This design comes from an exercise in tuning for small area and a short achievable clock period on the open sky130 flow, not from production work. RTL that was checked went through simulation tests only; none was proved equivalent to the original. Function not checked in runs 5 to 7: the RTL went through the layout flow alone.

==> flow/design.v (outline; a module is shown in full before it is edited, if it fits) <==
// module hdr_merge: 67 lines
// module hdr_diff: 11 lines
// module hdr_csa: 1022 lines
module hdr_merge (
    input  wire        clk,
    input  wire        rst,         
    input  wire        in_valid,
    input  wire        depth,       
    input  wire [1:0]  nexp,        
    input  wire [11:0] code_l,
    input  wire        cg_l,
    input  wire [11:0] code_m,
    input  wire        cg_m,
    input  wire [11:0] code_s,
    input  wire        cg_s,
    input  wire [15:0] dark_l,      
    input  wire [15:0] dark_m,
    input  wire [15:0] dark_s,
    input  wire [31:0] ratio_m,     
    input  wire [31:0] ratio_s,     
    output reg         out_valid,
    output reg  [23:0] lin,
    output reg  [1:0]  lin_src      
);
  // ...
==> flow/run.sh <==
#!/bin/bash
# synth_recipe.tcl (not shown) runs the flow's synth.tcl, then flattens the netlist and writes it again
# the make line also repeats each setting of config.mk as NAME=value (left out here)
make -C /OpenROAD-flow-scripts/flow DESIGN_CONFIG=/design/flow/config.mk WORK_HOME=/design/flow/orfs CLKGATE_MAP_FILE= SYNTH_SCRIPT=/design/flow/synth_recipe.tcl finish
==> flow/config.mk <==
export PLATFORM = sky130hd
export DESIGN_NAME = hdr_merge
export DESIGN_NICKNAME = hdr_merge
export VERILOG_FILES = /design/flow/design.v
export SDC_FILE = /design/flow/constraint.sdc
export NUM_CORES = 4
export LEC_CHECK = 0
export CAP_MARGIN = 20
export CORE_MARGIN = 2
export CORE_UTILIZATION = 50
export SETUP_SLACK_MARGIN = 5
export SLEW_MARGIN = 20
==> flow/constraint.sdc <==
create_clock -name core_clock -period 13.0 [get_ports {clk}]
set_input_delay 2.6000 -clock core_clock [delete_from_list [all_inputs] [get_ports {clk}]]
set_output_delay 2.6000 -clock core_clock [all_outputs]
set_load 0.01 [all_outputs]
==> key figures, run 1 <==
Yosys
  • Post-Synthesis Cells: between 2000 and 2500
  • Asr flop ratio synth: 0%
  • FF+latch count, synth: 108
  • Ys Warns: 1
  • Syn_area_per_cell: around 8.2 µm²
  • Top post-synthesis cells by area: fa_1, dfxtp_1, xnor2_1
  • Post-Synth Simple-Gate Area: 12.3%
  • Synth area leader: fa_1

Detailed routing
  • Post-route DRC: 0
  • Vias: between 15000 and 20000
  • Vias per cell: just under 6

STA
  • Period utilisation layout: 56.4%
  • Fin crit period: approximately 7.3 ns

Worst setup path
  • Crit path buf inv count: 3
  • Reg-to-reg endpoint: r2_c$_DFF_P_
  • Worst R2R Path Depth: 18
  • Logic depth of the worst path, buffers included: 14

GRT
  • Grt peak-use layer: met2
  • M3 GR Usage: ~3.7%

Finish
  • Fraction of area in multi-input gates: 70.4%
  • Ant. Diodes: 0
  • Max reg flops: 32
  • Multi-input gate count: 1674
  • Signal buf overhead: 9.83%
  • Final instance area: 20300 µm²
  • Biggest Area Class: multi-input gates

Clock tree
  • Setup Buffers After CTS: 0

Outcome
  • Status: timing/DRC/antenna clean

Worst hold path
  • Worst hold path class: flop to flop

Placed design
  • PortBufs: between 150 and 200
==> run 2: changes to the inputs <==
==> flow/flow/run.sh (new file) <==
#!/bin/bash
set -euo pipefail
MARGIN=$(cat flow/margin.txt)
bash standard.sh finish SETUP_SLACK_MARGIN=$MARGIN > standard_flow.log 2>&1
==> flow/flow/margin.txt (new file) <==
9
==> flow/standard.sh (new file) <==
#!/bin/bash
# synth_recipe.tcl (not shown) runs the flow's synth.tcl, then flattens the netlist and writes it again
# the make line also repeats each setting of config.mk as NAME=value (left out here)
make -C /OpenROAD-flow-scripts/flow DESIGN_CONFIG=/design/flow/config.mk WORK_HOME=/design/flow/orfs CLKGATE_MAP_FILE= SYNTH_SCRIPT=/design/flow/synth_recipe.tcl "${@:-finish}"
--- a/flow/config.mk
+++ b/flow/config.mk
@@ -8,5 +8,4 @@
 export CAP_MARGIN = 20
 export CORE_MARGIN = 2
 export CORE_UTILIZATION = 50
-export SETUP_SLACK_MARGIN = 5
 export SLEW_MARGIN = 20
removed: flow/run.sh
==> run 2 against run 1 <==
Effect of this change:
- die area unchanged
- global-route usage increased by 6.3 points
- non-clock buffer count increased by 158
- final area increased by 26%
- synthesized cell count unchanged
- register-to-register slack improved by 1.6 ns
==> key figures, run 2 <==
Detailed routing
  • Post-route DRC: 0 (unchanged)
  • Vias per cell: 6.06 (+3.8%)
  • Detailed Route Iter0 Violations: roughly 1100
  • Post-route ant nets: 0
  • Initial DRT Pass Iterations: 7
  • Vias: 17421 (+9.9%)
  • Routed len/inst: 22.6 µm
  • Routed wire length: ~65 mm

Finish
  • Share of cells above drive strength 1: between 30% and 40%
  • Max reg flops: 32 (unchanged)
  • Final instance area: 25500 µm² (+26%)
  • Area delta synth->final: 42.0%
  • Ant. Diodes: 0 (unchanged)
  • Layout net count: just under 3000
  • Biggest regs: r1_ratio: 32 flops, r2_a: 24 flops, r2_b: 24 flops
  • Most common cell after layout, fill and taps aside: inv_1
  • Most frequent cells in the layout: inv_1, nand2_1, clkdlybuf4s50_1
  • Largest Register: r1_ratio

Yosys
  • Synth cell count leaders: inv_1, nand2_1, xnor2_1, fa_1, a21oi_1
  • FF+latch count, synth: 108 (unchanged)
  • Synth area leader: fa_1
  • Top post-synthesis cells by area: fa_1, dfxtp_1, xnor2_1
  • Syn_area_per_cell: 8.21 µm² (unchanged)
  • EDFF count, synth: 0
  • Ys Warns: 1 (unchanged)
  • Synth Cell Area: 17900 µm²
  • Asr flop ratio synth: 0% (unchanged)
  • Main synth FF type: dfxtp_1
  • Count leader, synth: inv_1
  • Post-Synthesis Cells: 2184 (unchanged)
  • Synthesized net count: 2663
  • Synth top area share: between 20% and 30%
  • Seq/Total Area, Yosys: between 10% and 20%
  • Yosys cell types: between 70 and 80

GRT
  • Vias in the first global route: 17940
  • Initial antenna violation count: 0
  • Total GRT Usage: around 34%
  • Largest net degree at the start of global routing: between 60 and 70
  • First-pass GRT wire length: 100 mm
  • GRT overflow: 0

Placed design
  • Placed cell area: between 20000 and 25000 µm²
  • HPWL after detailed placement: around 44 mm
  • Placement Setup Slack: approximately 6.2 ns
  • PortBufs: 183 (unchanged)
  • GP Congestion: between 0.9 and 1

Worst setup path
  • Crit end category: output pin
  • Critical Path RT: around 10 ns
  • WS Path Type: flop to output pin
  • CP Cell Sequence: inv_2 -> fa_2 -> inv_2 -> fa_2 -> a211oi_4 -> o21a_1 -> o21ai_2 -> a21oi_2 -> o21a_4 -> o22ai_4 -> a311o_2 -> buf_6 -> buf_12 -> o21ai_2 -> buf_2
  • CP Launch Type: flop
  • Slowest cell on crit path: a311o_2
  • Arrival time at the worst endpoint: about 3.4 ns
  • Crit path max fanout: 6
  • Slowest Stage Delay on Critical Path: roughly 0.42 ns

Clock tree
  • Clock latency (worst-skew pair): 0.37 ns
  • CTS Hold Bufs: 0
  • Clk sinks: 108
  • CTS tree: done
  • Cts bufs inserted: 9
  • Max Buffers Root-to-Sink: 2
  • Root Buffer Master: clkbuf_16
  • H-tree levels: 3
  • Clock-pin slew on the worst setup and hold paths: 0.08 ns

STA
  • Final Hold Viols: 0
  • Period utilisation layout: 45.9% (-11 points)
  • Slew @ Worst Pin: ~1.2 ns
  • Fin crit period: 5.97 ns (-1.37 ns)
  • FMAX: 0.168 GHz
  • Final setup vio count: 0
  • Fin Setup TNS: 0 ns
  • RSZ-0062 raised after global routing: yes
  • Slew margin rel.: 22.9%
  • Smallest setup slack after layout: ~7 ns
  • Final Slew Violations: 0
  • Skew final: between 0.009 and 0.01 ns

Floorplan
  • DIE HEIGHT: 193 µm
  • Core area: 35400 µm²
  • IO Count: ~180
  • Die X: around 190 µm
  • Initial Utilization: between 50% and 60%
  • DIE AREA: about 37000 µm²
  • FP Rows: 69

Job
  • Max-cap violations: 0

Outcome
  • Status: timing/DRC/antenna clean

Worst hold path
  • Worst hold path class: flop to flop
## run 2: logic make-up after synthesis
family	Yosys count	synth area share, %
compound gates	562	21.0
xor+xnor	258	12.6
fa+ha+maj	322	30.4
buf+inv	402	8.73
flops	108	12.1
mux	47	2.86
simple gates	485	12.3
## run 2: final timing paths
kind                         from                  to  slack (ns)  cells after the start
min          r1_src[1]$_SDFF_PN0_  lin_src[1]$_DFF_P_        0.34                      0
max reg2reg      r1_x[17]$_DFF_P_        r2_c$_DFF_P_        7.83                     21
max                  r2_c$_DFF_P_              lin[4]        7.03                     15
min reg2reg  r1_src[1]$_SDFF_PN0_  lin_src[1]$_DFF_P_        0.34                      0
## run 2: cell type report
cell class,instances,area [µm²]
Fill cell,2708,9940
Clock buffer,11,253
Clock inverter,5,66.3
Multi-Input combinational cell,1675,17100
Sequential cell,108,2170
Tap cell,461,577
Timing Repair Buffer,363,4270
Inverter,251,1010
## run 2: through the flow
step | hold slack [ns] | std cells | utilization, %
final | 0.342 | 2874 | 71.9
after floorplan | 0.310 | 2184 | -
after global placement | 0.314 | 2707 | 59.7
after global routing | 0.341 | 2874 | 71.9
after detailed placement | 0.325 | 2707 | 59.7
after CTS | 0.343 | 2845 | 69.8
## run 2: critical path, delay by kind of cell (launching register included)
kind	cells	cell delay, ns
compound gates	8	1.48
fa+ha+maj	2	0.63
buf+inv	5	0.54
flops	1	0.34
## run 2: repair_timing
action,4_1_cts,5_1_grt
endpoints found under the setup margin,128,128
gates resized for setup,470,138
gates cloned,26,3
pin swaps,152,102
setup buffers,96,26
## run 2: routing by layer
metal | vias up | GRT usage, % | wire length (µm) | share of wire (%)
met5 | - | 0 | 0 | 0
met4 | 0 | 18.9 | 4390 | 6.7
met3 | 236 | 4.48 | 4230 | 6.5
met2 | 808 | 60.0 | 32000 | 49
met1 | 8468 | 40.5 | 24400 | 38
li1 | 7909 | - | - | -
==> run 3: changes to the inputs <==
==> flow/flow/margin.txt (replaced) <==
8
==> run 3 against run 2 <==
Effect of this change:
- final area fell by 7.3%
- cell count fell by 1.5%
- clock skew rose by 0.0048 ns
- sequential share of layout area rose by 0.67 points
- flip-flop and latch count did not move
- via count fell by 1.5%
- first-iteration DRC count rose by 9.3%
==> key figures, run 3 <==
Worst setup path
  • Arrival time at the worst endpoint: 3.26 ns (-0.11 ns)
  • Crit path max fanout: 7 (+1)
  • CP Launch Type: flop
  • WS Path Type: flop to output pin
  • Reg-to-reg endpoint: r2_c$_DFF_P_
  • Crit Reg-Reg Startpoint: r1_x[17]$_DFF_P_
  • Crit end category: output pin
  • FF-to-FF setup slack: 7.77 ns (-0.06 ns)
  • Slowest Stage Delay on Critical Path: 0.41 ns (about the same)
  • CP Cell Sequence: inv_2 -> fa_2 -> inv_2 -> fa_2 -> a211oi_2 -> o21a_1 -> o21ai_4 -> a21oi_4 -> o21a_4 -> o22ai_4 -> nor3_4 -> a311o_2 -> buf_12 -> buf_12 -> nand2_4 -> buf_6
  • Slowest cell on crit path: fa_2
  • Crit path buf inv count: 5 (unchanged)
  • Critical Path RT: 10.40 ns (about the same)
  • Family with the most delay on the worst path: compound AO/OA/AOI/OAI gates
  • Worst R2R Path Depth: 22 (+4.8%)

Placed design
  • HPWL after detailed placement: 42.9 mm (-3.0%)
  • Cell count after placement: 2703 (-0.15%)
  • PortBufs: 183 (unchanged)
  • Placement Setup Slack: 6.17 ns (-0.0648 ns)
  • Placed cell area: 20200 µm² (-4.3%)
  • GP Congestion: 0.923 (+0.98%)

Floorplan
  • Core area: 35400 µm² (unchanged)
  • DIE AREA: 37400 µm² (unchanged)
  • IO Count: 184 (unchanged)
  • Die X: 193 µm (unchanged)
  • FP Rows: 69 (unchanged)
  • Initial Utilization: 50.6% (unchanged)
  • DIE HEIGHT: 193 µm (unchanged)

Clock tree
  • Max Buffers Root-to-Sink: 2 (unchanged)
  • Clock latency (worst-skew pair): 0.38 ns (about the same)
  • CTS Hold Bufs: 0 (unchanged)
  • Cts bufs inserted: 9 (unchanged)
  • Clk sinks: 108 (unchanged)
  • H-tree levels: 3 (unchanged)
  • CTS tree: done
  • Clock-pin slew on the worst setup and hold paths: 0.08 ns (about the same)
  • Root Buffer Master: clkbuf_16

Finish
  • Final instance area: 23600 µm² (-7.3%)
  • Most frequent cells in the layout: inv_1, xnor2_1, fa_1
  • Ant. Diodes: 0 (unchanged)
  • Biggest regs: r1_ratio: 32 flops, r2_a: 24 flops, r2_b: 24 flops
  • Post-layout util: 66.6% (-5.3 points)
  • Most common cell after layout, fill and taps aside: inv_1
  • Layout net count: 2844 (-1.5%)
  • Max reg flops: 32 (unchanged)
  • Fin cells: 2831 (-1.5%)
  • Area delta synth->final: 31.6%
  • Largest Register: r1_ratio
  • Share of cells above drive strength 1: 19.5% (-12 points)

Detailed routing
  • Vias per cell: 6.06 (about the same)
  • Post-route ant nets: 0 (unchanged)
  • Routed len/inst: 22.0 µm (-2.7%)
  • Routed wire length: 62.3 mm (-4.1%)
  • Post-route DRC: 0 (unchanged)
  • Initial DRT Pass Iterations: 5 (-2)
  • Detailed Route Iter0 Violations: 1224 (+9.3%)
  • Wl on met1: 23.6 mm (-3.3%)
  • DR WL met2: 31.3 mm (-2.0%)
  • Vias: 17158 (-1.5%)
  • DR top layer: met4
  • Met3 routed WL: 3.85 mm (-8.9%)

Worst hold path
  • Worst Hold Path EP: lin_src[0]$_DFF_P_
  • Worst hold path class: flop to flop
  • Min-delay src: r1_src[0]$_SDFF_PN0_
  • Hold path cells: 0 (unchanged)

Yosys
  • Post-Synthesis Cells: 2184 (unchanged)
  • Synthesized net count: 2663 (unchanged)
  • Yosys cell types: 77 (unchanged)
  • Count leader, synth: inv_1
  • Top post-synthesis cells by area: fa_1, dfxtp_1, xnor2_1
  • Synth cell count leaders: inv_1, nand2_1, xnor2_1, fa_1, a21oi_1
  • Seq/Total Area, Yosys: 12.1% (unchanged)
  • Synth Cell Area: 17900 µm² (unchanged)
  • Ys Warns: 1 (unchanged)
  • Asr flop ratio synth: 0% (unchanged)
  • Syn_area_per_cell: 8.21 µm² (unchanged)
  • Synth area leader: fa_1
  • Main synth FF type: dfxtp_1
  • Synth top area share: 21.1% (unchanged)
  • EDFF count, synth: 0 (unchanged)
  • FF+latch count, synth: 108 (unchanged)

Job
  • Max-cap violations: 0 (unchanged)

STA
  • FMAX: 0.171 GHz (+1.9%)
  • Final Slew Violations: 0 (unchanged)
  • Slew margin rel.: 26.7% (+3.8 points)
  • Fin crit period: 5.86 ns (-0.109 ns)
  • Fin Setup TNS: 0 ns (unchanged)
  • RSZ-0062 raised after global routing: yes
  • Slew @ Worst Pin: 1.10 ns (-0.0590 ns)
  • Skew final: 0.0145 ns (+0.00480 ns)
  • Smallest setup slack after layout: 7.14 ns (+0.109 ns)
  • Final Hold Viols: 0 (unchanged)
  • Period utilisation layout: 45.1% (-0.84 points)
  • Worst hold margin: 0.337 ns (-0.00467 ns)
  • Final setup vio count: 0 (unchanged)

GRT
  • Largest net degree at the start of global routing: 62 (unchanged)
  • GRT overflow: 0 (unchanged)
  • First-pass GRT wire length: 95.7 mm (-4.4%)
  • Vias in the first global route: 17529 (-2.3%)
  • Total GRT Usage: 32.3% (-1.9 points)
  • Initial antenna violation count: 0 (unchanged)

Outcome
  • Status: timing/DRC/antenna clean
## run 3: cell types whose count changed in the layout (fill, tap and decap cells not counted), moves of 9 or more
cell and delta:
fa_1 +108, xnor2_1 +53, a22oi_2 -39, xnor2_2 -9, inv_2 -50, inv_1 +52
nand2_4 +16, fa_2 -108, xnor2_4 -44, buf_4 -23, buf_6 -13, nand2_1 -15
a22oi_1 +39
## run 3: layout make-up
| cell class | instances | area, µm² |
|---|---|---|
| Clock inverter | 6 | 76.3 |
| Multi-Input combinational cell | 1676 | 15700 |
| Fill cell | 2936 | 11800 |
| Timing Repair Buffer | 319 | 3780 |
| Inverter | 251 | 1000 |
| Clock buffer | 10 | 239 |
| Sequential cell | 108 | 2170 |
| Tap cell | 461 | 577 |
## run 3: logic make-up after synthesis
family | count (synthesis) | synth area share (%)
buffers and inverters | 402 | 8.73
AND/OR/NAND/NOR | 485 | 12.3
multiplexers | 47 | 2.86
AO/OA/AOI/OAI | 562 | 21.0
flip-flops | 108 | 12.1
XOR/XNOR | 258 | 12.6
adder cells (fa/ha/maj) | 322 | 30.4
## run 3: worst max path at each step
stage / to / startpoint / depth (start not counted)
floorplan: r1_x[14]$_DFF_P_ / depth / 15
global route: lin[5] / r2_a[0]$_DFF_P_ / 16
CTS: lin[2] / r2_a[0]$_DFF_P_ / 16
global placement: r1_x[14]$_DFF_P_ / depth / 14
detailed placement: r1_x[14]$_DFF_P_ / depth / 14
finish: lin[2] / r2_a[0]$_DFF_P_ / 16
## run 3: layer usage
layer,up-vias,track usage (%)
met5,-,0
met4,0,15.7
met3,194,3.87
met2,801,58.3
met1,8368,38.0
li1,7795,-
## run 3: what timing repair did
item                       4_1_cts  5_1_grt
resized for setup              337      146
pin swaps                       81      101
buffers inserted                63       21
gates cloned                    24        4
hold endpoints to repair         0        0
setup endpoints to repair      125       81
==> run 4: changes to the inputs <==
==> flow/flow/margin.txt (replaced) <==
7
==> run 4 against run 3 <==
Effect of this change:
- still clean on timing, DRC and antenna
- maximum frequency is 2.4% lower
- non-clock buffer count shrank 73
- routed wire length decreased by 11%
- first-iteration DRC count shrank 15%
==> key figures, run 4 <==
Outcome
  • Status: timing/DRC/antenna clean

Detailed routing
  • Routed len/inst: 20.1 µm (-8.7%)
  • Detailed Route Iter0 Violations: 1044 (-15%)
  • Initial DRT Pass Iterations: 5 (unchanged)
  • Post-route ant nets: 0 (unchanged)
  • Vias: 16155 (-5.8%)
  • Routed wire length: 55.5 mm (-11%)
  • Vias per cell: 5.86 (-3.4%)
  • Post-route DRC: 0 (unchanged)

STA
  • Final setup vio count: 0 (unchanged)
  • Fin crit period: 6.01 ns (+0.146 ns)
  • RSZ-0062 raised after global routing: yes
  • Skew final: 0.00631 ns (-0.00821 ns)
  • Fin Setup TNS: 0 ns (unchanged)
  • Slew margin rel.: 30.9% (+4.2 points)
  • FMAX: 0.167 GHz (-2.4%)
  • Final Hold Viols: 0 (unchanged)
  • Worst hold margin: 0.330 ns (-0.00675 ns)
  • Final Slew Violations: 0 (unchanged)
  • Slew @ Worst Pin: 1.03 ns (-0.0623 ns)
  • Smallest setup slack after layout: 6.99 ns (-0.146 ns)
  • Period utilisation layout: 46.2% (+1.1 points)

Worst setup path
  • WS Path Type: flop to output pin
  • Critical Path RT: 10.40 ns (about the same)
  • Crit end category: output pin
  • CP Launch Type: flop
  • Crit path max fanout: 5 (-2)
  • Arrival time at the worst endpoint: 3.41 ns (+0.15 ns)

Clock tree
  • Clk sinks: 108 (unchanged)
  • Clock-pin slew on the worst setup and hold paths: 0.07 ns (about the same)
  • Root Buffer Master: clkbuf_16
  • Clock latency (worst-skew pair): 0.39 ns (about the same)
  • Max Buffers Root-to-Sink: 2 (unchanged)
  • CTS tree: done
  • H-tree levels: 3 (unchanged)
  • Cts bufs inserted: 9 (unchanged)
  • CTS Hold Bufs: 0 (unchanged)

Floorplan
  • DIE AREA: 37400 µm² (unchanged)
  • IO Count: 184 (unchanged)
  • Initial Utilization: 50.6% (unchanged)
  • Core area: 35400 µm² (unchanged)
  • DIE HEIGHT: 193 µm (unchanged)
  • Die X: 193 µm (unchanged)
  • FP Rows: 69 (unchanged)

GRT
  • Total GRT Usage: 28.6% (-3.7 points)
  • Initial antenna violation count: 0 (unchanged)
  • Largest net degree at the start of global routing: 62 (unchanged)
  • Vias in the first global route: 16191 (-7.6%)
  • First-pass GRT wire length: 86.1 mm (-10%)
  • GRT overflow: 0 (unchanged)

Finish
  • Most common cell after layout, fill and taps aside: inv_1
  • Layout net count: 2771 (-2.6%)
  • Area delta synth->final: 17.8%
  • Most frequent cells in the layout: inv_1, nand2_1, xnor2_1
  • Largest Register: r1_ratio
  • Final instance area: 21100 µm² (-11%)
  • Share of cells above drive strength 1: 9.06% (-10 points)
  • Max reg flops: 32 (unchanged)
  • Biggest regs: r1_ratio: 32 flops, r2_a: 24 flops, r2_b: 24 flops
  • Fin cells: 2759 (-2.5%)

Yosys
  • Count leader, synth: inv_1
  • Ys Warns: 1 (unchanged)
  • Seq/Total Area, Yosys: 12.1% (unchanged)
  • FF+latch count, synth: 108 (unchanged)
  • Synthesized net count: 2663 (unchanged)
  • Synth cell count leaders: inv_1, nand2_1, xnor2_1, fa_1, a21oi_1
  • Synth area leader: fa_1
  • Post-Synthesis Cells: 2184 (unchanged)
  • EDFF count, synth: 0 (unchanged)
  • Synth top area share: 21.1% (unchanged)
  • Asr flop ratio synth: 0% (unchanged)
  • Yosys cell types: 77 (unchanged)
  • Main synth FF type: dfxtp_1
  • Syn_area_per_cell: 8.21 µm² (unchanged)
  • Synth Cell Area: 17900 µm² (unchanged)
  • Top post-synthesis cells by area: fa_1, dfxtp_1, xnor2_1

Job
  • Max-cap violations: 0 (unchanged)

Placed design
  • HPWL after detailed placement: 41.8 mm (-2.6%)
  • PortBufs: 183 (unchanged)
  • Placement Setup Slack: 5.97 ns (-0.202 ns)
  • GP Congestion: 0.920 (-0.34%)
  • Cell count after placement: 2700 (-0.11%)
  • Placed cell area: 20000 µm² (-1.3%)

Worst hold path
  • Worst hold path class: flop to flop
run 4: cell counts after synthesis:
No cell type changed its count.
run 4: layout make-up:
cell class	count	area [µm²]
multi-input cells	1676	14600
repair buffers	246	2520
diodes	1	2.50
well taps	461	577
fillers	3280	14300
clock inverters	5	42.5
flip-flops and latches	108	2160
clock buffers	11	243
inverters	251	951
run 4: worst max-delay path, stage by stage, from the launching register on:
cell and delay (ns):
dfxtp_1 0.33, inv_2 0.04, fa_2 0.39, inv_2 0.06
fa_2 0.21, a211oi_2 0.08, o21a_1 0.21, o21ai_4 0.22
a21oi_4 0.11, o21a_1 0.23, o22ai_4 0.20, nor3_4 0.08
a311o_2 0.46, clkbuf_16 0.21, o21ai_2 0.05, buf_2 0.13
run 4: worst paths after layout:
| path | slack [ns] | to | cells past startpoint | from |
|---|---|---|---|---|
| worst max-delay path | 6.99 | lin[4] | 15 | r2_a[0]$_DFF_P_ |
| worst min register to register | 0.33 | lin_src[1]$_DFF_P_ | 0 | r1_src[1]$_SDFF_PN0_ |
| worst max register to register | 7.20 | r2_c$_DFF_P_ | 18 | r1_cg$_DFF_P_ |
| worst min-delay path | 0.33 | lin_src[1]$_DFF_P_ | 0 | r1_src[1]$_SDFF_PN0_ |
run 4: metrics by stage:
step / util, %
2_1_floorplan: -
3_3_place_gp: 56.4
3_5_place_dp: 56.4
4_1_cts: 58.1
5_1_grt: 59.6
6_report: 59.6
run 4: what timing repair did:
item / CTS / global route
pin swaps: 13 / 26
gates cloned: 2 / 6
setup buffers: 10 / 24
gates resized for setup: 106 / 84
setup endpoints to repair: 75 / 44
run 4: cells by family after synthesis:
logic type	share of synthesized area [%]
adders and majority gates	30.4
buffers and inverters	8.73
and+or+nand+nor	12.3
muxes	2.86
DFF	12.1
xor gates and xnor gates	12.6
AOI/OAI and AO/OA	21.0
run 4: layer usage:
layer | vias up | global-route usage [%] | share of wire [%] | routed length [µm]
met4 | 0 | 8.88 | 2.5 | 1370
met5 | - | 0 | 0 | 0
li1 | 7646 | - | - | -
met3 | 86 | 3.23 | 5.3 | 2920
met2 | 571 | 49.9 | 50 | 27700
met1 | 7852 | 37.0 | 42 | 23500
==> module hdr_merge, before the edit <==
module hdr_merge (
    input  wire        clk,
    input  wire        rst,         
    input  wire        in_valid,
    input  wire        depth,       
    input  wire [1:0]  nexp,        
    input  wire [11:0] code_l,
    input  wire        cg_l,
    input  wire [11:0] code_m,
    input  wire        cg_m,
    input  wire [11:0] code_s,
    input  wire        cg_s,
    input  wire [15:0] dark_l,      
    input  wire [15:0] dark_m,
    input  wire [15:0] dark_s,
    input  wire [31:0] ratio_m,     
    input  wire [31:0] ratio_s,     
    output reg         out_valid,
    output reg  [23:0] lin,
    output reg  [1:0]  lin_src      
);
    wire [18:0] x_l, x_m, x_s;
    hdr_diff u_diff_l (.depth(depth), .code(code_l), .cg(cg_l), .dark(dark_l), .x(x_l));
    hdr_diff u_diff_m (.depth(depth), .code(code_m), .cg(cg_m), .dark(dark_m), .x(x_m));
    hdr_diff u_diff_s (.depth(depth), .code(code_s), .cg(cg_s), .dark(dark_s), .x(x_s));
    wire hi_l = cg_l & ~x_l[18] & (x_l[17] | x_l[16] | (&x_l[15:13]));
    wire hi_m = cg_m & ~x_m[18] & (x_m[17] | x_m[16] | (&x_m[15:13]));
    wire use_l = (nexp[1] == 1'b0) | ~hi_l;
    wire use_m = ~use_l & (nexp == 2'd3) & ~hi_m;
    reg        r1_valid;
    reg [18:0] r1_x;
    reg        r1_cg;
    reg [31:0] r1_ratio;
    reg [1:0]  r1_src;
    always @(posedge clk) begin
        if (rst) r1_valid <= 1'b0;
        else     r1_valid <= in_valid;
        r1_x     <= use_l ? x_l  : use_m ? x_m  : x_s;
        r1_cg    <= use_l ? cg_l : use_m ? cg_m : cg_s;
        r1_ratio <= use_l ? 32'h0001_0000 : use_m ? ratio_m : ratio_s;
        r1_src   <= use_l ? 2'd0 : use_m ? 2'd1 : 2'd2;
    end
    wire [14:0] xq = r1_cg ? r1_x[15:1] : r1_x[18:4];
    wire [14:0] v  = r1_x[18] ? 15'd0 : (r1_cg & (|r1_x[17:16])) ? 15'h7FFF : xq;
    wire [23:0] ca, cb;
    wire        c16, z0, z1;
    hdr_csa u_csa (.v(v), .ratio(r1_ratio), .ca(ca), .cb(cb), .c16(c16), .z0(z0), .z1(z1));
    reg        r2_valid;
    reg [23:0] r2_a, r2_b;
    reg        r2_c, r2_z0, r2_z1;
    always @(posedge clk) begin
        if (rst) r2_valid <= 1'b0;
        else     r2_valid <= r1_valid;
        r2_a    <= ca;
        r2_b    <= cb;
        r2_c    <= c16;
        r2_z0   <= z0;
        r2_z1   <= z1;
    end
    wire [24:0] sum = {1'b0, r2_a} + {1'b0, r2_b} + {24'd0, r2_c};
    wire        sat = ~(sum[24] ? r2_z1 : r2_z0);
    always @(*) begin
        out_valid = r2_valid;
        lin       = sat ? 24'hFFFFFF : sum[23:0];
    end
    always @(posedge clk) lin_src <= r1_src;
endmodule
==> run 5: changes to the inputs <==
--- a/flow/design.v
+++ b/flow/design.v
@@ -45,26 +45,81 @@
     wire [23:0] ca, cb;
     wire        c16, z0, z1;
     hdr_csa u_csa (.v(v), .ratio(r1_ratio), .ca(ca), .cb(cb), .c16(c16), .z0(z0), .z1(z1));
+    wire [23:0] p = ca ^ cb;
+    wire [23:0] g = {ca[23:1] & cb[23:1], (ca[0] & cb[0]) | (p[0] & c16)};
+    wire        c40;
+    hdr_carry u_carry (.p(p), .g(g), .co(c40));
+    wire        sat_d = ~(c40 ? z1 : z0);
     reg        r2_valid;
-    reg [23:0] r2_a, r2_b;
-    reg        r2_c, r2_z0, r2_z1;
+    reg [23:0] r2_p, r2_g;
+    reg        r2_c, r2_sat;
     always @(posedge clk) begin
         if (rst) r2_valid <= 1'b0;
         else     r2_valid <= r1_valid;
-        r2_a    <= ca;
-        r2_b    <= cb;
+        r2_p    <= p;
+        r2_g    <= g;
         r2_c    <= c16;
-        r2_z0   <= z0;
-        r2_z1   <= z1;
+        r2_sat  <= sat_d;
     end
-    wire [24:0] sum = {1'b0, r2_a} + {1'b0, r2_b} + {24'd0, r2_c};
-    wire        sat = ~(sum[24] ? r2_z1 : r2_z0);
+    wire [23:0] cy;
+    hdr_prefix u_prefix (.p(r2_p), .g(r2_g), .c(cy));
+    wire [23:0] sum = r2_p ^ {cy[22:0], r2_c};
     always @(*) begin
         out_valid = r2_valid;
-        lin       = sat ? 24'hFFFFFF : sum[23:0];
+        lin       = r2_sat ? 24'hFFFFFF : sum;
     end
     always @(posedge clk) lin_src <= r1_src;
 endmodule
+module hdr_carry (
+    input  wire [23:0] p,
+    input  wire [23:0] g,
+    output wire        co
+);
+    wire [11:0] g1, p1;
+    wire [5:0]  g2, p2;
+    wire [2:0]  g3, p3;
+    genvar i;
+    generate
+        for (i = 0; i < 12; i = i + 1) begin : l1
+            assign g1[i] = g[2*i+1] | (p[2*i+1] & g[2*i]);
+            assign p1[i] = p[2*i+1] & p[2*i];
+        end
+        for (i = 0; i < 6; i = i + 1) begin : l2
+            assign g2[i] = g1[2*i+1] | (p1[2*i+1] & g1[2*i]);
+            assign p2[i] = p1[2*i+1] & p1[2*i];
+        end
+        for (i = 0; i < 3; i = i + 1) begin : l3
+            assign g3[i] = g2[2*i+1] | (p2[2*i+1] & g2[2*i]);
+            assign p3[i] = p2[2*i+1] & p2[2*i];
+        end
+    endgenerate
+    assign co = g3[2] | (p3[2] & (g3[1] | (p3[1] & g3[0])));
+endmodule
+module hdr_prefix (
+    input  wire [23:0] p,
+    input  wire [23:0] g,
+    output wire [23:0] c
+);
+    wire [23:0] gs [0:5];
+    wire [23:0] ps [0:5];
+    assign gs[0] = g;
+    assign ps[0] = p;
+    genvar l, i;
+    generate
+        for (l = 0; l < 5; l = l + 1) begin : lv
+            for (i = 0; i < 24; i = i + 1) begin : b
+                if (i >= (1 << l)) begin : m
+                    assign gs[l+1][i] = gs[l][i] | (ps[l][i] & gs[l][i - (1 << l)]);
+                    assign ps[l+1][i] = ps[l][i] & ps[l][i - (1 << l)];
+                end else begin : k
+                    assign gs[l+1][i] = gs[l][i];
+                    assign ps[l+1][i] = ps[l][i];
+                end
+            end
+        end
+    endgenerate
+    assign c = gs[5];
+endmodule
 module hdr_diff (
     input  wire        depth,
     input  wire [11:0] code,
==> flow/flow/run.sh (replaced) <==
#!/bin/bash
set -euo pipefail
MARGIN=7
PORTBUF=sky130_fd_sc_hd__buf_1
POLFIX=1
R=orfs/results/$FLOW_PLATFORM/hdr_merge/base
LIB=$FLOW_HOME/platforms/$FLOW_PLATFORM/lib/sky130_fd_sc_hd__tt_025C_1v80.lib
KNOBS=("SETUP_SLACK_MARGIN=$MARGIN" "BUFFER_PORTS_ARGS=-buffer_cell $PORTBUF")

bash standard.sh synth "${KNOBS[@]}" > synth.log 2>&1
if [[ $POLFIX == 1 ]]; then
  cp $R/1_2_yosys.v 1_2_yosys_standard.v
  python3 flow/polfix.py 1_2_yosys_standard.v polfix.v "$LIB" > polfix.log 2>&1
  cp polfix.v $R/1_2_yosys.v
  rm -f $R/1_synth.odb
  bash standard.sh synth "${KNOBS[@]}" > synth_odb.log 2>&1
fi
bash standard.sh finish "${KNOBS[@]}" > finish.log 2>&1
==> flow/flow/polfix.py (new file) <==
#!/usr/bin/env python3
"""Remove inverters around full adders in a Yosys gate netlist.

A full adder is self-dual: FA(~a, ~b, ~c) = (~cout, ~sum). So each fa cell may
be "flipped": it is fed the complements of its inputs and its outputs then
carry the complements of its original outputs. This pass picks flips that
lower the number of inverters needed, then rewrites the netlist with one
inverter per signal whose complement some load still needs.

usage: polfix.py IN.v OUT.v LIBERTY
"""
import re, sys, random

src, dst, lib = sys.argv[1], sys.argv[2], sys.argv[3]

# output pins of each cell, from the liberty file
outs = {}
cur = None
pin = None
for line in open(lib):
    m = re.match(r'\s*cell\s*\(\s*"?([\w]+)"?\s*\)', line)
    if m:
        cur = m.group(1); outs[cur] = set(); continue
    m = re.match(r'\s*pin\s*\(\s*"?([\w]+)"?\s*\)', line)
    if m:
        pin = m.group(1); continue
    m = re.match(r'\s*direction\s*:\s*"?(\w+)"?', line)
    if m and cur and pin:
        if m.group(1) == 'output':
            outs[cur].add(pin)

text = open(src).read()
mstart = text.index('module ')
hdr_end = text.index(';', mstart) + 1
body = text[hdr_end:text.rindex('endmodule')]

cell_re = re.compile(r'^\s*(sky130_fd_sc_hd__\w+)\s+(\S+)\s*\((.*?)\);\s*$', re.S | re.M)
decl_lines = []
cells = []   # [type, name, [(pin, net)]]
pos = 0
for m in cell_re.finditer(body):
    decl_lines.append(body[pos:m.start()])
    pos = m.end()
    pins = [(p, n.strip()) for p, n in re.findall(r'\.(\w+)\(([^()]*)\)', m.group(3))]
    cells.append([m.group(1), m.group(2), pins])
decl_lines.append(body[pos:])
decls = ''.join(decl_lines)
assert 'assign' not in decls, 'netlist has assign statements'

ports = set()
for m in re.finditer(r'^\s*(input|output|inout)\s+(\[[^\]]*\]\s*)?(.*?);', decls, re.M):
    for n in m.group(3).split(','):
        ports.add(n.strip())
def is_port(net):
    return net.split('[')[0].strip() in ports or net in ports

def is_inv(t):
    return re.match(r'sky130_fd_sc_hd__(clk)?inv(lp)?_\d+$', t) is not None
def is_fa(t):
    return re.match(r'sky130_fd_sc_hd__fa_\d+$', t) is not None
FA_IN = ('A', 'B', 'CIN')
FA_OUT = ('COUT', 'SUM')

driver = {}
for ci, (t, n, pins) in enumerate(cells):
    for p, net in pins:
        if p in outs[t]:
            driver[net] = (ci, p)

# an inverter is removable unless its output is a port
removable = set()
for ci, (t, n, pins) in enumerate(cells):
    if is_inv(t):
        d = dict(pins)
        if not is_port(d['Y']) and not d['A'].startswith("1'"):
            removable.add(ci)

# base(net) -> (base net, parity)
memo = {}
def base(net):
    if net in memo: return memo[net]
    d = driver.get(net)
    if d is not None and d[0] in removable:
        a = dict(cells[d[0]][2])['A']
        b, q = base(a)
        r = (b, q ^ 1)
    else:
        r = (net, 0)
    memo[net] = r
    return r

fas = [ci for ci, c in enumerate(cells) if is_fa(c[0])]
flippable = set()
for ci in fas:
    d = dict(cells[ci][2])
    if not any(is_port(d[p]) for p in FA_OUT) and not any(d[p].startswith("1'") for p in FA_IN):
        flippable.add(ci)

# loads per base: list of (cell, pin, parity of the net it is on)
loads = {}
for ci, (t, n, pins) in enumerate(cells):
    if ci in removable: continue
    for p, net in pins:
        if p in outs[t] or net.startswith("1'") or net == '':
            continue
        b, q = base(net)
        loads.setdefault(b, []).append((ci, p, q))
# port outputs that are driven through a removable inverter chain stay as they are,
# since only non-port inverter outputs are removable.

flip = {ci: 0 for ci in fas}
def avail(b):
    d = driver.get(b)
    if d is not None and d[0] in flip:
        return flip[d[0]]
    return 0
def cost_b(b):
    a = avail(b)
    need = set()
    for ci, p, q in loads.get(b, []):
        need.add(q ^ (flip[ci] if ci in flip else 0))
    return 1 if (a ^ 1) in need else 0

# bases an FA touches
touch = {}
for ci in fas:
    d = dict(cells[ci][2])
    bs = set(base(d[p])[0] for p in FA_IN)
    bs |= set(d[p] for p in FA_OUT)
    touch[ci] = bs

allb = set(loads) | set(driver)
total = sum(cost_b(b) for b in allb)
start = total
# simulated annealing over the flips, then a greedy clean-up
import math
rng = random.Random(1)
order = sorted(flippable)
best = total; best_flip = dict(flip)
T0, T1, steps = 2.0, 0.05, 200 * max(1, len(order))
for k in range(steps if order else 0):
    T = T0 * (T1 / T0) ** (k / steps)
    ci = order[rng.randrange(len(order))]
    bs = touch[ci]
    before = sum(cost_b(b) for b in bs)
    flip[ci] ^= 1
    after = sum(cost_b(b) for b in bs)
    dlt = after - before
    if dlt <= 0 or rng.random() < math.exp(-dlt / T):
        total += dlt
        if total < best:
            best = total; best_flip = dict(flip)
    else:
        flip[ci] ^= 1
flip = best_flip
total = sum(cost_b(b) for b in allb)
improved = True
while improved:
    improved = False
    for ci in order:
        bs = touch[ci]
        before = sum(cost_b(b) for b in bs)
        flip[ci] ^= 1
        after = sum(cost_b(b) for b in bs)
        if after < before:
            total += after - before; improved = True
        else:
            flip[ci] ^= 1

n_inv_before = len(removable)
# rewrite
newnets = []
invcells = []
compl = {}
def phys(b, pol):
    """net carrying base b in polarity pol (0 true)."""
    a = avail(b)
    if pol == a:
        return b
    if b not in compl:
        nn = f'_pf{len(compl)}_'
        compl[b] = nn
        newnets.append(nn)
        invcells.append(['sky130_fd_sc_hd__inv_1', f'_pfi{len(invcells)}_', [('A', b), ('Y', nn)]])
    return compl[b]

out_cells = []
for ci, (t, n, pins) in enumerate(cells):
    if ci in removable: continue
    f = flip.get(ci, 0)
    np_ = []
    for p, net in pins:
        if p in outs[t] or net.startswith("1'") or net == '':
            np_.append((p, net)); continue
        b, q = base(net)
        np_.append((p, phys(b, q ^ f)))
    out_cells.append([t, n, np_])
out_cells += invcells

def esc(net):
    # an escaped identifier ends at white space
    return net + ' ' if net.startswith('\\') else net

res = [text[:hdr_end], decls.rstrip('\n'), '\n']
for nn in newnets:
    res.append(f'  wire {nn};\n')
for t, n, pins in out_cells:
    res.append(f'  {t} {n} (\n' + ',\n'.join(f'    .{p}({esc(net)})' for p, net in pins) + '\n  );\n')
res.append('endmodule\n')
open(dst, 'w').write(''.join(res))
print(f'polfix: {len(fas)} fa cells, {sum(flip.values())} flipped; inverters {n_inv_before} -> {len(invcells)} '
      f'(cost {start} -> {total})', file=sys.stderr)
removed: flow/flow/margin.txt
==> run 5 against run 4 <==
Effect of this change:
- still clean on timing, DRC and antenna
- global-route usage rose by 1.2 points
- die area fell by 4.8%
- flip-flop and latch count fell by 2
- core utilization fell by 0.69 points
- critical path type is now flop to flop
==> key figures, run 5 <==
Worst hold path
  • Worst Hold Path EP: lin_src[1]$_DFF_P_
  • Hold path cells: 0 (unchanged)
  • Min-delay src: r1_src[1]$_SDFF_PN0_
  • Worst hold path class: flop to flop

STA
  • Smallest setup slack after layout: 6.71 ns (-0.283 ns)
  • Fin Setup TNS: 0 ns (unchanged)
  • Slew @ Worst Pin: 1.03 ns (-0.00550 ns)
  • Fin crit period: 6.29 ns (+0.283 ns)
  • Period utilisation layout: 48.4% (+2.2 points)
  • Worst hold margin: 0.329 ns (-0.00118 ns)
  • Final setup vio count: 0 (unchanged)
  • Slew margin rel.: 30.9% (+0.061 points)
  • RSZ-0062 raised after global routing: yes
  • Final Slew Violations: 0 (unchanged)
  • Skew final: 0.0163 ns (+0.00999 ns)
  • Final Hold Viols: 0 (unchanged)
  • FMAX: 0.159 GHz (-4.5%)

Worst setup path
  • Arrival time at the worst endpoint: 6.50 ns (+3.09 ns)
  • Crit path max fanout: 7 (+2)
  • Setup crit start: r1_x[17]$_DFF_P_
  • Worst R2R Path Depth: 25 (+7)
  • Crit end category: flop
  • FF-to-FF setup slack: 6.71 ns (-0.49 ns)
  • Reg-to-reg endpoint: r2_sat$_DFF_P_
  • CP Launch Type: flop
  • Critical Path RT: 13.21 ns (+2.81 ns)
  • Crit Reg-Reg Startpoint: r1_x[17]$_DFF_P_
  • WS Path Type: flop to flop

Outcome
  • Status: timing/DRC/antenna clean

Clock tree
  • Clock-pin slew on the worst setup and hold paths: 0.07 ns (about the same)
  • CTS Hold Bufs: 0 (unchanged)
  • Clock latency (worst-skew pair): 0.39 ns (about the same)
  • Max Buffers Root-to-Sink: 2 (unchanged)
  • Clk sinks: 106 (-1.9%)
  • H-tree levels: 3 (unchanged)
  • Root Buffer Master: clkbuf_16
  • CTS tree: done
  • Cts bufs inserted: 9 (unchanged)

Detailed routing
  • Post-route DRC: 0 (unchanged)
  • Vias: 15133 (-6.3%)
  • Post-route ant nets: 0 (unchanged)
  • Detailed Route Iter0 Violations: 1131 (+8.3%)
  • Routed len/inst: 21.1 µm (+5.1%)
  • Vias per cell: 6.09 (+4.0%)
  • Initial DRT Pass Iterations: 5 (unchanged)
  • Routed wire length: 52.5 mm (-5.3%)

Finish
  • Biggest regs: r1_ratio: 32 flops, r2_p: 24 flops, r2_g: 23 flops
  • Area delta synth->final: 15.9%
  • Fill count: 3009 (-8.3%)
  • Ant. Diodes: 0 (-1)
  • Most common cell after layout, fill and taps aside: xnor2_1
  • Largest Register: r1_ratio
  • Most frequent cells in the layout: xnor2_1, buf_1, fa_1
  • FF+latch area: 2130 µm² (-1.4%)
  • Share of cells above drive strength 1: 14.5% (+5.4 points)
  • Max reg flops: 32 (unchanged)
  • Multi-input logic area: 14700 µm² (+0.93%)
  • Layout net count: 2512 (-9.3%)
  • Post-layout util: 58.9% (-0.69 points)

Floorplan
  • Core area: 33500 µm² (-5.3%)
  • DIE AREA: 35600 µm² (-4.8%)
  • Initial Utilization: 50.9% (+0.22 points)
  • Die X: 189 µm (-2.4%)
  • DIE HEIGHT: 189 µm (-2.4%)
  • IO Count: 184 (unchanged)
  • FP Rows: 67 (-2.9%)

Yosys
  • Synth Cell Area: 17100 µm² (-4.9%)
  • Ys Warns: 2 (+1)
  • Post-Synthesis Cells: 1883 (-14%)
  • Synthesized net count: 2362 (-11%)
  • Syn_area_per_cell: 9.06 µm² (+10%)

GRT
  • Total GRT Usage: 29.7% (+1.2 points)
  • Largest net degree at the start of global routing: 51 (-18%)
  • GR Util met1: 37.5% (+0.56 points)
  • Vias in the first global route: 15304 (-5.5%)
  • Grt peak-use layer: met2
  • GRT overflow: 0 (unchanged)
  • Met2 GRT Util: 51.3% (+1.4 points)
  • M3 GR Usage: 3.91% (+0.69 points)
  • Initial antenna violation count: 0 (unchanged)
  • First-pass GRT wire length: 83.0 mm (-3.6%)

Job
  • Max-cap violations: 0 (unchanged)

Placed design
  • PortBufs: 183 (unchanged)
  • GP Congestion: 0.890 (-3.3%)
  • HPWL after detailed placement: 38.8 mm (-7.2%)
  • Placement Setup Slack: 4.80 ns (-1.17 ns)
[run 5: how the worst max path moves through the flow]
stage,cells past startpoint,endpoint,slack (ns)
2_1_floorplan,26,r2_sat$_DFF_P_,6.89
3_3_place_gp,23,r2_sat$_DFF_P_,4.86
3_5_place_dp,23,r2_sat$_DFF_P_,4.80
4_1_cts,22,r2_sat$_DFF_P_,6.81
5_1_grt,23,r2_sat$_DFF_P_,6.48
6_report,25,r2_sat$_DFF_P_,6.71
[run 5: layout make-up]
class / instances / area share [%]
repair buffers: 263 / 7.58
clock inverters: 4 / 0.380
multi-input cells: 1532 / 74.6
repair inverters: 3 / 0.158
clock buffers: 12 / 1.25
flip-flops and latches: 106 / 10.8
well taps: 448 / 2.84
inverters: 118 / 2.42
[run 5: per-stage QoR]
| stage | area, µm² | cells |
|---|---|---|
| floorplan | 17200 | 1883 |
| global placement | 17900 | 2400 |
| detailed placement | 17900 | 2400 |
| CTS | 19300 | 2472 |
| global route | 19800 | 2486 |
| finish | 19800 | 2486 |
[run 5: repair_timing]
item	4_1_cts	5_1_grt
setup buffers	42	10
gates resized for setup	110	70
endpoints found under the setup margin	80	58
pin swaps	39	36
gates cloned	14	4
[run 5: layer usage]
metal | share of wire, % | routed length [µm]
met2 | 49 | 25500
met3 | 5.9 | 3110
met1 | 42 | 22000
met4 | 3.6 | 1890
met5 | 0 | 0
[run 5: worst max-delay path: stages, from the launching register on]
cell and delay [ns]:
dfxtp_4 0.36, or3b_4 0.50, nor2_4 0.17, nor3_1 0.07, ha_2 0.21, nor4_4 0.26
buf_4 0.18, buf_12 0.11, buf_4 0.11, xnor2_2 0.07, nor2_1 0.18, nor2_2 0.07
fa_2 0.57, fa_2 0.45, fa_2 0.55, inv_2 0.04, fa_2 0.43, ha_4 0.29
nand4_1 0.22, or4_4 0.61, nor4_4 0.17, a21oi_1 0.10, o21a_1 0.12, nand3_2 0.08
a21oi_2 0.04, mux2i_1 0.12
==> run 6: changes to the inputs <==
--- a/flow/design.v
+++ b/flow/design.v
@@ -47,8 +47,9 @@
     hdr_csa u_csa (.v(v), .ratio(r1_ratio), .ca(ca), .cb(cb), .c16(c16), .z0(z0), .z1(z1));
     wire [23:0] p = ca ^ cb;
     wire [23:0] g = {ca[23:1] & cb[23:1], (ca[0] & cb[0]) | (p[0] & c16)};
-    wire        c40;
-    hdr_carry u_carry (.p(p), .g(g), .co(c40));
+    wire        g24, p24;
+    hdr_carry u_carry (.p(p), .g({g[23:1], ca[0] & cb[0]}), .go(g24), .po(p24));
+    wire        c40 = g24 | (p24 & c16);
     wire        sat_d = ~(c40 ? z1 : z0);
     reg        r2_valid;
     reg [23:0] r2_p, r2_g;
@@ -73,7 +74,8 @@
 module hdr_carry (
     input  wire [23:0] p,
     input  wire [23:0] g,
-    output wire        co
+    output wire        go,
+    output wire        po
 );
     wire [11:0] g1, p1;
     wire [5:0]  g2, p2;
@@ -93,7 +95,8 @@
             assign p3[i] = p2[2*i+1] & p2[2*i];
         end
     endgenerate
-    assign co = g3[2] | (p3[2] & (g3[1] | (p3[1] & g3[0])));
+    assign go = g3[2] | (p3[2] & (g3[1] | (p3[1] & g3[0])));
+    assign po = p3[2] & p3[1] & p3[0];
 endmodule
 module hdr_prefix (
     input  wire [23:0] p,
==> run 6 against run 5 <==
Effect of this change:
- synthesized area increased by 2.9%
- count of clock-buffer cells in the layout decreased by 3
- die area increased by 2.9%
- register-to-register slack improved by 0.20 ns
- non-clock buffer count increased by 13
- synthesized cell count increased by 9.6%
- final area increased by 2.9%
- sequential share of layout area decreased by 0.30 points
- first-iteration DRC count increased by 13%
- maximum frequency increased by 3.4%
==> key figures, run 6 <==
Outcome
  • Status: timing/DRC/antenna clean

Floorplan
  • Die X: 191 µm (+1.4%)
  • Initial Utilization: 50.8% (about the same)
  • Core area: 34500 µm² (+3.0%)
  • IO Count: 184 (unchanged)
  • FP Rows: 68 (+1.5%)
  • DIE HEIGHT: 191 µm (+1.4%)
  • DIE AREA: 36600 µm² (+2.9%)

Worst setup path
  • Reg-to-reg endpoint: r2_sat$_DFF_P_
  • CP Launch Type: flop
  • Critical Path RT: 13.22 ns (about the same)
  • WS Path Type: flop to flop
  • Crit Reg-Reg Startpoint: r1_x[17]$_DFF_P_
  • Crit end category: flop
  • Setup crit start: r1_x[17]$_DFF_P_
  • Crit path to: r2_sat$_DFF_P_
  • Arrival time at the worst endpoint: 6.30 ns (-0.20 ns)
  • FF-to-FF setup slack: 6.92 ns (+0.20 ns)
  • Worst R2R Path Depth: 24 (-4.0%)
  • Crit path max fanout: 6 (-1)

Detailed routing
  • Post-route ant nets: 0 (unchanged)
  • Routed len/inst: 20.8 µm (-1.6%)
  • Routed wire length: 55.6 mm (+5.9%)
  • Vias: 16138 (+6.6%)
  • Post-route DRC: 0 (unchanged)
  • Vias per cell: 6.03 (-0.93%)
  • Detailed Route Iter0 Violations: 1275 (+13%)
  • Initial DRT Pass Iterations: 6 (+1)

STA
  • Fin Setup TNS: 0 ns (unchanged)
  • RSZ-0062 raised after global routing: yes
  • Slew margin rel.: 28.3% (-2.6 points)
  • Skew final: 0.0241 ns (+0.00781 ns)
  • Slew @ Worst Pin: 1.07 ns (+0.0429 ns)
  • Smallest setup slack after layout: 6.92 ns (+0.204 ns)
  • Fin crit period: 6.08 ns (-0.204 ns)
  • Final Slew Violations: 0 (unchanged)
  • Final Hold Viols: 0 (unchanged)
  • Period utilisation layout: 46.8% (-1.6 points)
  • Final setup vio count: 0 (unchanged)
  • FMAX: 0.164 GHz (+3.4%)

Finish
  • Multi-input logic area: 14800 µm² (+0.37%)
  • Largest Register: r1_ratio
  • Final instance area: 20300 µm² (+2.9%)
  • Post-layout util: 58.9% (about the same)
  • Share of cells above drive strength 1: 11.3% (-3.1 points)
  • Fill count: 3109 (+3.3%)
  • Biggest regs: r1_ratio: 32 flops, r2_p: 24 flops, r2_g: 23 flops
  • Most frequent cells in the layout: inv_1, fa_1, buf_1
  • Layout net count: 2696 (+7.3%)
  • Area delta synth->final: 15.9% (about the same)
  • Ant. Diodes: 0 (unchanged)
  • Most common cell after layout, fill and taps aside: inv_1
  • FF+latch area: 2140 µm² (+0.12%)
  • Max reg flops: 32 (unchanged)

Placed design
  • HPWL after detailed placement: 41.1 mm (+5.9%)
  • PortBufs: 183 (unchanged)
  • GP Congestion: 0.936 (+5.1%)
  • Placement Setup Slack: 5.22 ns (+0.422 ns)
  • Placed cell area: 18500 µm² (+3.2%)

Clock tree
  • Clock latency (worst-skew pair): 0.39 ns (about the same)
  • CTS Hold Bufs: 0 (unchanged)
  • Max Buffers Root-to-Sink: 2 (unchanged)
  • Root Buffer Master: clkbuf_16
  • CTS tree: done
  • Clock-pin slew on the worst setup and hold paths: 0.08 ns (about the same)
  • Clk sinks: 106 (unchanged)
  • Cts bufs inserted: 9 (unchanged)
  • H-tree levels: 3 (unchanged)

GRT
  • Largest net degree at the start of global routing: 52 (+2.0%)
  • First-pass GRT wire length: 86.3 mm (+4.0%)
  • Total GRT Usage: 30.4% (+0.61 points)
  • Initial antenna violation count: 0 (unchanged)
  • Vias in the first global route: 16006 (+4.6%)
  • GRT overflow: 0 (unchanged)

Yosys
  • Ys Warns: 2 (unchanged)
  • Synthesized net count: 2542 (+7.6%)
  • Syn_area_per_cell: 8.51 µm² (-6.0%)
  • Post-Synthesis Cells: 2063 (+9.6%)
  • Synth Cell Area: 17600 µm² (+2.9%)

Job
  • Max-cap violations: 0 (unchanged)

Worst hold path
  • Worst hold path class: flop to flop
  • Min-delay src: r1_src[1]$_SDFF_PN0_
run 6: cell types whose count changed in the layout (fill, tap and decap cells not counted), moves of 26 or more:
cell | before | now
a21oi_1 | 74 | 101
a22o_1 | 48 | 22
a22oi_1 | 13 | 94
inv_1 | 110 | 184
nand2_1 | 56 | 98
nor2_1 | 106 | 142
o21ai_0 | 40 | 80
o22ai_1 | 150 | 62
xnor2_1 | 223 | 151
xor2_1 | 24 | 101
run 6: cell type report:
type,count,share of cell area (%)
clock buffer,9,1.11
clock inverter,6,0.363
inverter,190,3.62
multi-input combinational,1632,72.7
sequential,106,10.5
tap,455,2.80
timing repair buffer,276,8.83
timing repair inverter,2,0.0738
run 6: repair_timing:
item	in CTS	in global routing
pin swaps	15	29
buffers inserted	20	36
setup endpoints to repair	57	54
endpoints found under the hold margin	0	0
gates resized for setup	86	72
gates cloned	11	2
run 6: routing by layer:
layer	wire length, µm	share of wire [%]	track usage, %
met5	0	0	0
met4	2220	4.0	11.9
met3	3780	6.8	4.55
met2	27400	49	53.4
met1	22200	40	37.2
run 6: worst min-delay path by stage:
stage                                     to  cells after the start
after floorplan           lin_src[0]$_DFF_P_                      0
after global placement    lin_src[0]$_DFF_P_                      0
after detailed placement  lin_src[1]$_DFF_P_                      0
after CTS                 lin_src[1]$_DFF_P_                      0
after global routing      lin_src[1]$_DFF_P_                      0
final                     lin_src[1]$_DFF_P_                      0
run 6: metrics by stage:
stage | hold slack, ns | std cells
2_1_floorplan | 0.310 | 2063
3_3_place_gp | 0.311 | 2592
3_5_place_dp | 0.320 | 2592
4_1_cts | 0.331 | 2638
5_1_grt | 0.338 | 2676
6_report | 0.332 | 2676
run 6: critical path: stages, from the launching register on:
cell and delay, ns:
dfxtp_4 0.37, or2_4 0.26, nor2_4 0.11, a21o_1 0.18, buf_12 0.12, nor2_4 0.04
ha_4 0.16, nor3_4 0.24, buf_6 0.23, buf_12 0.12, buf_12 0.10, xnor2_2 0.07
o22ai_1 0.21, fa_1 0.47, fa_1 0.59, fa_1 0.46, fa_1 0.43, ha_1 0.34
a211oi_2 0.29, and4b_1 0.30, a21oi_4 0.10, a41o_1 0.30, a41oi_2 0.16, a31oi_1 0.12
mux2i_1 0.14
==> run 7: changes to the inputs <==
--- a/flow/flow/run.sh
+++ b/flow/flow/run.sh
@@ -1,6 +1,6 @@
 #!/bin/bash
 set -euo pipefail
-MARGIN=7
+MARGIN=7.5
 PORTBUF=sky130_fd_sc_hd__buf_1
 POLFIX=1
 R=orfs/results/$FLOW_PLATFORM/hdr_merge/base
==> run 7 against run 6 <==
Effect of this change:
- clock skew decreased by 0.011 ns
- largest cell class unchanged
- count of clock-buffer cells in the layout did not move
- die area unchanged
- critical endpoint unchanged
- first-iteration DRC count fell by 4.5%
- cell count increased by 2.3%
- register-to-register slack better by 0.06 ns
- setup slack better by 0.058 ns
- maximum frequency up 0.96%
- non-clock buffer count up 63
==> key figures, run 7 <==
Outcome
  • Status: timing/DRC/antenna clean

Detailed routing
  • Vias per cell: 6.07 (+0.70%)
  • Initial DRT Pass Iterations: 5 (-1)
  • Detailed Route Iter0 Violations: 1217 (-4.5%)
  • Vias: 16622 (+3.0%)
  • Post-route DRC: 0 (unchanged)
  • Post-route ant nets: 0 (unchanged)
  • Routed len/inst: 22.2 µm (+7.0%)
  • Routed wire length: 60.9 mm (+9.5%)

STA
  • FMAX: 0.166 GHz (+0.96%)
  • Slew @ Worst Pin: 0.859 ns (-0.212 ns)
  • Fin crit period: 6.03 ns (-0.0576 ns)
  • Slew margin rel.: 42.7% (+14 points)
  • Skew final: 0.0127 ns (-0.0114 ns)
  • Final setup vio count: 0 (unchanged)
  • Final Hold Viols: 0 (unchanged)
  • Final Slew Violations: 0 (unchanged)
  • RSZ-0062 raised after global routing: yes
  • Period utilisation layout: 46.4% (-0.44 points)
  • Fin Setup TNS: 0 ns (unchanged)

Clock tree
  • CTS Hold Bufs: 0 (unchanged)
  • Max Buffers Root-to-Sink: 2 (unchanged)
  • Clock-pin slew on the worst setup and hold paths: 0.08 ns (about the same)
  • H-tree levels: 3 (unchanged)
  • CTS tree: done
  • Clk sinks: 106 (unchanged)
  • Clock latency (worst-skew pair): 0.38 ns (about the same)
  • Cts bufs inserted: 9 (unchanged)
  • Root Buffer Master: clkbuf_16

GRT
  • GRT overflow: 0 (unchanged)
  • First-pass GRT wire length: 91.6 mm (+6.2%)
  • Vias in the first global route: 16661 (+4.1%)
  • Initial antenna violation count: 0 (unchanged)
  • Total GRT Usage: 32.6% (+2.3 points)
  • Largest net degree at the start of global routing: 33 (-37%)

Floorplan
  • Initial Utilization: 50.8% (unchanged)
  • FP Rows: 68 (unchanged)
  • DIE HEIGHT: 191 µm (unchanged)
  • Core area: 34500 µm² (unchanged)
  • DIE AREA: 36600 µm² (unchanged)
  • IO Count: 184 (unchanged)
  • Die X: 191 µm (unchanged)

Yosys
  • Post-Synthesis Cells: 2063 (unchanged)
  • Synth Cell Area: 17600 µm² (unchanged)
  • Ys Warns: 2 (unchanged)
  • Syn_area_per_cell: 8.51 µm² (unchanged)
  • Synthesized net count: 2542 (unchanged)

Placed design
  • Placed cell area: 18700 µm² (+0.98%)
  • PortBufs: 183 (unchanged)
  • HPWL after detailed placement: 42.9 mm (+4.4%)
  • GP Congestion: 0.922 (-1.4%)

Worst setup path
  • Reg-to-reg endpoint: r2_sat$_DFF_P_
  • WS Path Type: flop to flop
  • FF-to-FF setup slack: 6.97 ns (+0.06 ns)
  • Worst R2R Path Depth: 26 (+8.3%)
  • Crit Reg-Reg Startpoint: r1_cg$_DFF_P_
  • Family with the most delay on the worst path: adder cells
  • Crit path buf inv count: 4 (unchanged)
  • Setup crit start: r1_cg$_DFF_P_
  • Arrival time at the worst endpoint: 6.26 ns (-0.04 ns)
  • Crit end category: flop
  • CP Launch Type: flop
  • Slowest cell on crit path: fa_2
  • Slowest Stage Delay on Critical Path: 0.58 ns (about the same)
  • Crit path max fanout: 8 (+2)
  • Critical Path RT: 13.24 ns (+0.02 ns)

Finish
  • Largest Register: r1_ratio
  • Area delta synth->final: 25.3%
  • Max reg flops: 32 (unchanged)
  • Fill count: 2958 (-4.9%)
  • Final instance area: 22000 µm² (+8.1%)
  • Most common cell after layout, fill and taps aside: inv_1
  • Biggest regs: r1_ratio: 32 flops, r2_p: 24 flops, r2_g: 23 flops
  • Ant. Diodes: 0 (unchanged)
  • Layout net count: 2757 (+2.3%)
  • Post-layout util: 63.7% (+4.8 points)
  • Share of cells above drive strength 1: 17.7% (+6.3 points)
  • Most frequent cells in the layout: inv_1, buf_1, fa_1

Worst hold path
  • Hold path cells: 0 (unchanged)
  • Min-delay src: r1_src[0]$_SDFF_PN0_
  • Worst hold path class: flop to flop
  • Worst Hold Path EP: lin_src[0]$_DFF_P_

Job
  • Max-cap violations: 0 (unchanged)
[run 7: cell types whose count changed in the layout (fill, tap and decap cells not counted), moves of 8 or more]
cell	delta
nor2_1	-9
a21oi_1	-10
buf_12	+14
ha_4	+14
buf_6	+25
mux2i_1	-16
ha_1	-18
buf_4	+11
a21oi_2	+8
mux2i_4	+12
[run 7: worst max-delay path by stage]
stage / endpoint / slack (ns) / depth (start not counted)
6_report: r2_sat$_DFF_P_ / 6.97 / 26
5_1_grt: r2_sat$_DFF_P_ / 6.69 / 24
4_1_cts: r2_sat$_DFF_P_ / 7.01 / 26
3_5_place_dp: r2_sat$_DFF_P_ / 5.33 / 24
3_3_place_gp: r2_sat$_DFF_P_ / 5.63 / 24
2_1_floorplan: r2_sat$_DFF_P_ / 7.41 / 26
[run 7: area by class of cell]
class	instances	area, µm²	area share [%]
inverters	190	729	3.32
clock inverters	6	73.8	0.336
well taps	455	569	2.59
multi-input cells	1632	15400	70.3
repair buffers	339	2800	12.7
clock buffers	9	225	1.02
flip-flops and latches	106	2140	9.72
[run 7: what timing repair did]
action / in CTS / in global routing
setup buffers: 62 / 43
hold endpoints to repair: 0 / 0
gates cloned: 19 / 6
gates resized for setup: 152 / 143
endpoints found under the setup margin: 109 / 59
pin swaps: 45 / 51
[run 7: per-stage QoR]
step / cells / hold WS [ns] / setup slack, ns
2_1_floorplan: 2063 / 0.310 / 7.41
3_3_place_gp: 2592 / 0.311 / 5.63
3_5_place_dp: 2592 / 0.317 / 5.33
4_1_cts: 2688 / 0.333 / 7.01
5_1_grt: 2737 / 0.346 / 6.69
6_report: 2737 / 0.332 / 6.97
[run 7: layer usage]
layer | share of wire, % | global-route usage [%]
met5 | 0 | 0
met4 | 5.3 | 16.1
met2 | 49 | 56.7
met1 | 39 | 39.3
met3 | 7.2 | 4.94

-- separate check: timing with driven ports --
The flow's constraints put no driver on any port. The routed layouts listed below were extracted and timed again, unchanged, in two steps.
Step 1 (the two cells are an assumption about what drives the block):
set clk [get_ports {clk}]
set_driving_cell -lib_cell sky130_fd_sc_hd__clkbuf_16 $clk
set_driving_cell -lib_cell sky130_fd_sc_hd__buf_2 [delete_from_list [all_inputs] $clk]
Step 2 also shifts input and output timing later by t, the mid clock arrival at the registers, as if the neighbouring blocks saw the same clock.
Three values: no drivers, after step 1, after step 2; two values: the first two.
run | shift t [ns] | setup WS [ns] | worst register clock-pin slew, ns
run 1 | 0.437 | 5.663 / 5.610 / 5.877 | 0.08 / 0.08
run 2 | 0.423 | 7.031 / 6.977 / 6.978 | 0.08 / 0.08
run 3 | 0.420 | 7.140 / 7.089 / 6.889 | 0.08 / 0.08
run 4 | 0.434 | 6.994 / 6.942 / 6.692 | 0.08 / 0.08
run 5 | 0.438 | 6.712 / 6.712 / 6.631 | 0.08 / 0.08
run 6 | 0.424 | 6.916 / 6.916 / 6.577 | 0.10 / 0.10
run 7 | 0.427 | 6.974 / 6.974 / 6.870 | 0.08 / 0.08
After both steps every run listed still meets setup and hold. For run 6, which loses most, drivers alone change the setup slack by 0.000 ns; drivers and shift together by -0.339 ns.
